Context: an optimization exercise on an open-source flow, tuned for small area and a short achievable clock period. The choices shown serve that exercise and are no tape-out recipe. Function was checked by simulation only, so behaviour that the tests miss may differ from the original. Power and IR drop assume default switching activity.

## flow/design.v (module list and top-level ports; edited modules follow where they fit)
// module hb1dec: 607 lines
// module hb1dec_fa: 4 lines
// module hb1dec_ha: 4 lines
module hb1dec (
    input  wire        clk,
    input  wire        rst,         
    input  wire        in_valid,
    input  wire [31:0] in_data,
    output reg         out_valid,
    output reg  [31:0] out_data
);
  // ...
==> flow/run.sh <==
#!/bin/bash
# synth_recipe.tcl (not shown) runs the flow's synth.tcl, then flattens the netlist and writes it again
# the make line also repeats each setting of config.mk as NAME=value (left out here)
make -C /OpenROAD-flow-scripts/flow DESIGN_CONFIG=/design/flow/config.mk WORK_HOME=/design/flow/orfs CLKGATE_MAP_FILE= SYNTH_SCRIPT=/design/flow/synth_recipe.tcl finish
==> flow/config.mk <==
export PLATFORM = sky130hd
export DESIGN_NAME = hb1dec
export DESIGN_NICKNAME = hb1dec
export VERILOG_FILES = /design/flow/design.v
export SDC_FILE = /design/flow/constraint.sdc
export NUM_CORES = 4
export LEC_CHECK = 0
export CAP_MARGIN = 20
export CORE_MARGIN = 2
export CORE_UTILIZATION = 40
export CTS_BUF_LIST = sky130_fd_sc_hd__clkbuf_8
export CTS_CLUSTER_SIZE = 25
export SLEW_MARGIN = 20
export SYNTH_HIERARCHICAL = 1
export SYNTH_MINIMUM_KEEP_SIZE = 0
==> flow/constraint.sdc <==
create_clock -name core_clock -period 18.0 [get_ports {clk}]
set_input_delay 3.6000 -clock core_clock [delete_from_list [all_inputs] [get_ports {clk}]]
set_output_delay 3.6000 -clock core_clock [all_outputs]
set_load 0.01 [all_outputs]
==> metrics.csv, run 1 <==
metric,value,unit
cp_slowest_stage_delay,0.55,ns
num-multi-input-gates,1689,
h-tree-depth,4,
pg_seq,2.12,mW
drt_wl_total,95100,microns
yosys_warnings,7,
place_congestion,0.952,
intPower,3.12,mW
synth_flop_cell,edfxtp_1,
fin_hold_ws,0.326,ns
clock-skew-final,0.0402,ns
min_delay_path_depth,0,
syn_avg_cell_area,14.3,sq um
drc,0,
layout_common_cells,"edfxtp_1 (464), fa_1 (400), dfxtp_1 (309)",
initial_core_util,40.4,%
viasPerCell,5.09,
area_delta_synth_final,12.8,%
die_area,0.0982,sq mm
vdd_drop_max,0.0000823,V
buf_share,1.80,%
top_register,u,
ys_ff_latch,774,
cp-end-kind,primary output,
timing.final.max_slew_violations,0,
synth_top_family_by_area,adder cells,
buffers,79,
num-fill-cells,8351,
synthMuxAreaShare,0.997,%
finalHoldViolations,0,
synthAdderAreaFrac,26.5,%
criticalPathCategory,register to primary output,
met2_usage,33.9,%
outcome,"complete, no violations",
nNonClkInverters,176,
worstSetupEndpoint,out_data[20],
synth-simple-area-share,7.86,%
antenna_found_initial,4,
synth-compound-area-share,6.53,%
core,0.0949,sq mm
final_util,45.5,%
path_cells,clkdlybuf4s50_1,
antenna_left,0,
seqPwrFrac,49.4,%
==> run 2: changes to the inputs <==
--- a/flow/config.mk
+++ b/flow/config.mk
@@ -9,6 +9,4 @@
 export CORE_MARGIN = 2
 export CORE_UTILIZATION = 40
-export CTS_BUF_LIST = sky130_fd_sc_hd__clkbuf_8
-export CTS_CLUSTER_SIZE = 25
 export SLEW_MARGIN = 20
 export SYNTH_HIERARCHICAL = 1
==> run 2 against run 1 <==
Against the previous run:
- maximum frequency rose by 3.3%
- area after synthesis unchanged
- combinational power hardly changed
- sequential power about the same
- count of clock-buffer cells in the layout is 46 lower
- critical path depth unchanged
- first-iteration DRC count rose by 9.2%
- power rose by 4.3%
- cell area rose by 0.34%
- clock power increased by 12%
- synthesized cell count unchanged
==> metrics.csv, run 2 <==
metric,value,unit,change
synthesis.area,0.0383,sq mm,
antenna_left,0,,unchanged
stdcell_area,0.0433,sq mm,
die_area,0.0982,sq mm,unchanged
drt_iter0_drc,1865,,
top_level_ports,68,,
grt_first_pass_wirelength,141000,microns,
tightestPinTransition,1.09,ns,
timing.final.crit_period,5.09,ns,
p_switching,1.14,mW,
worstPathArrival,1.49,ns,
synth_area_leaders,"edfxtp_1 (36%), fa_1 (21%), dfxtp_1 (16%)",,
syn_inst,2680,,
min_path_type,register to register,,
crit_path_top_delay_cell,clkdlybuf4s50_1,,
cts_tree,done,,
first_pass_iters,6,,
final_nets,3409,,
sw_frac_of_total,25.5,%,
hpwl,73400,microns,
top_register,u,,
yosysTopAreaCell,edfxtp_1,,
intPower,3.34,mW,+6.8%
rrSetupSlack,13.41,ns,
final_util,45.7,%,+0.15 points
cp_max_fo,1,,
grt_max_degree,175,,
drt_wl_total,94400,microns,-0.73%
area_delta_synth_final,13.2,%,
num-fill-cells,8264,,-1.0%
setup_tns,0,ns,
yosysUniqueCellTypes,70,,
vias,21266,,
multi_input_area,0.0173,sq mm,
total_power,4.48,mW,
layout_commonest_cell,edfxtp_1,,
finalHoldViolations,0,,unchanged
timing.final.max_slew_violations,0,,unchanged
antenna_found_initial,4,,unchanged
critPathTopFamily,buffers and inverters,,
post-cts-setup-buffers,0,,
startpoint,out_data[20],,
pwr-share-comb,13.2,%,
seqPwrFrac,47.4,%,-2.0 points
die_y,313,microns,
numCtsBuffers,83,,
clock-skew-final,0.0202,ns,-0.0200 ns
top_regs,"u (34), rx (33), ry (33)",,
yosysMostFrequentCell,edfxtp_1,,
layout_common_cells,"edfxtp_1 (464), fa_1 (400), dfxtp_1 (309)",,
grt.overflow.total,0,,
ys_top_cells_by_count,"edfxtp_1 (464), fa_1 (400), dfxtp_1 (310)",,
layout-drive-gt1-share,6.94,%,
register_area,0.0201,sq mm,
crit_required,14.40,ns,
leakage,18.2,nW,
placedInstanceArea,0.0405,sq mm,
path_cells,clkdlybuf4s50_1,,
r2r_start,pr3[7],,
criticalPathCategory,register to primary output,,
yosysSeqAreaShare,52.6,%,
max-cap-violations,0,,
final_cells,4134,,
ys_ff_latch,774,,unchanged
cts-root-buf,clkbuf_16,,
async_flop_share,0,%,
synth_top_area_share,36.4,%,
diodes,0,,
yosys_warnings,7,,unchanged
grt_pass1_vias,22369,,
period_share,28.3,%,
drc,0,,unchanged
setup_viol_count_final,0,,
core,0.0949,sq mm,unchanged
port-buffer-count,67,,
rsz0062_at_grt,false,,
h-tree-depth,3,,-1
cp-end-kind,primary output,,
syn_avg_cell_area,14.3,sq um,unchanged
fmax,196,MHz,
cts_buffer_depth,3,,
rows,113,,
routedWlPerCell,22.8,microns,
cts_sinks,774,,
hp-start,dhi[7],,
powerDensity,103,mW/mm^2,
place_congestion,0.952,,unchanged
synth_edf_count,464,,
vdd_drop_max,0.000113,V,+38%
grt.total_usage,19.4,%,
crit_path_start_kind,register,,
cp_num_buf_inv,1,,
cp_slowest_stage_delay,0.54,ns,about the same
die_x,313,microns,
dp_cells,3983,,
holdBufCountCts,0,,
largest_register_ffs,34,,
cts_resized,0,,
clk_latency,0.65,ns,
synth_flop_cell,edfxtp_1,,
clk_pin_slew,0.06,ns,
viasPerCell,5.14,,+1.1%
outcome,"complete, no violations",,
clkPwrFrac,39.4,%,
max-slew-margin-rel,27.0,%,
initial_core_util,40.4,%,unchanged
==> run 2: cell counts after synthesis <==
Identical to the previous run, type by type.
==> run 2: kinds of logic (layout without fill, tap and decap cells) <==
kind of cell | Yosys count | in the layout | share of synthesized area, %
XOR/XNOR | 145 | 145 | 3.32
AO/OA/AOI/OAI | 382 | 382 | 6.53
AND/OR/NAND/NOR | 555 | 555 | 7.86
adder cells (fa/ha/maj) | 571 | 571 | 26.5
other | 1 | 2 | 0.00979
flip-flops | 774 | 774 | 52.6
multiplexers | 34 | 34 | 0.997
buffers and inverters | 218 | 406 | 2.20
==> run 2: power groups by stage <==
stage / Sequential (mW) / Combinational [mW] / Clock (mW)
after global routing: 2.14 / 0.654 / 1.88
final: 2.12 / 0.589 / 1.77
after CTS: 2.12 / 0.595 / 1.81
after global placement: 2.16 / 0.586 / 0
after floorplan: 2.15 / 0.382 / 0
after detailed placement: 2.16 / 0.591 / 0
==> run 2: worst paths after layout <==
check,to,cells after the start
max reg2reg,ry[17],9
min reg2reg,hreg[7],0
min,hreg[7],0
max,out_data[20],1
==> run 2: metrics by stage <==
stage	hold WS, ns	setup WS [ns]
floorplan	0.310	9.00
global placement	0.310	13.02
detailed placement	0.312	12.99
CTS	0.323	12.86
global route	0.328	12.84
finish	0.321	12.91
==> run 2: per-module statistics from Yosys (local to each module, per instance) <==
module,area (sq um),flip-flops and latches
hb1dec_ha,12.5,0
hb1dec_fa,20.0,0
hb1dec,30600,774
==> run 2: per-layer routing <==
| metal | wire length [microns] | GRT usage (%) | share of wire (%) | up-vias |
|---|---|---|---|---|
| li1 | - | - | - | 9537 |
| met5 | 0 | 0 | 0 | - |
| met4 | 3590 | 7.16 | 3.8 | 0 |
| met2 | 47200 | 33.7 | 50 | 638 |
| met3 | 4590 | 2.94 | 4.9 | 181 |
| met1 | 38900 | 24.6 | 41 | 10910 |
==> run 2: layout make-up <==
| class | instances | share of cell area [%] |
|---|---|---|
| multi-input combinational | 1689 | 40.0 |
| timing repair buffer | 79 | 1.79 |
| clock buffer | 101 | 5.08 |
| tap | 1265 | 3.65 |
| sequential | 774 | 46.5 |
| clock inverter | 50 | 1.46 |
| inverter | 176 | 1.52 |

[separate check: timing with driven ports]
No port has a modelled driver above. Below, the same layouts with a new extraction and two added sets of constraints. Step 1 (the two cells are an assumption about what drives the block):
set clk [get_ports {clk}]
set_driving_cell -lib_cell sky130_fd_sc_hd__clkbuf_16 $clk
set_driving_cell -lib_cell sky130_fd_sc_hd__buf_2 [delete_from_list [all_inputs] $clk]
Step 2, shift: input delay + t, output delay - t, t = (earliest + latest rising clock arrival at the registers) / 2. This alone moves slack from input paths to output paths. a / b / c = no drivers / after step 1 / after step 2; a / b = the first two.
run	t (ns)	slack for setup (ns)	worst setup path after step 2
run 1	0.856	12.740 / 12.679 / 13.018	input to register
run 2	0.709	12.907 / 12.843 / 13.004	input to register
After both steps every run listed still meets setup and hold.
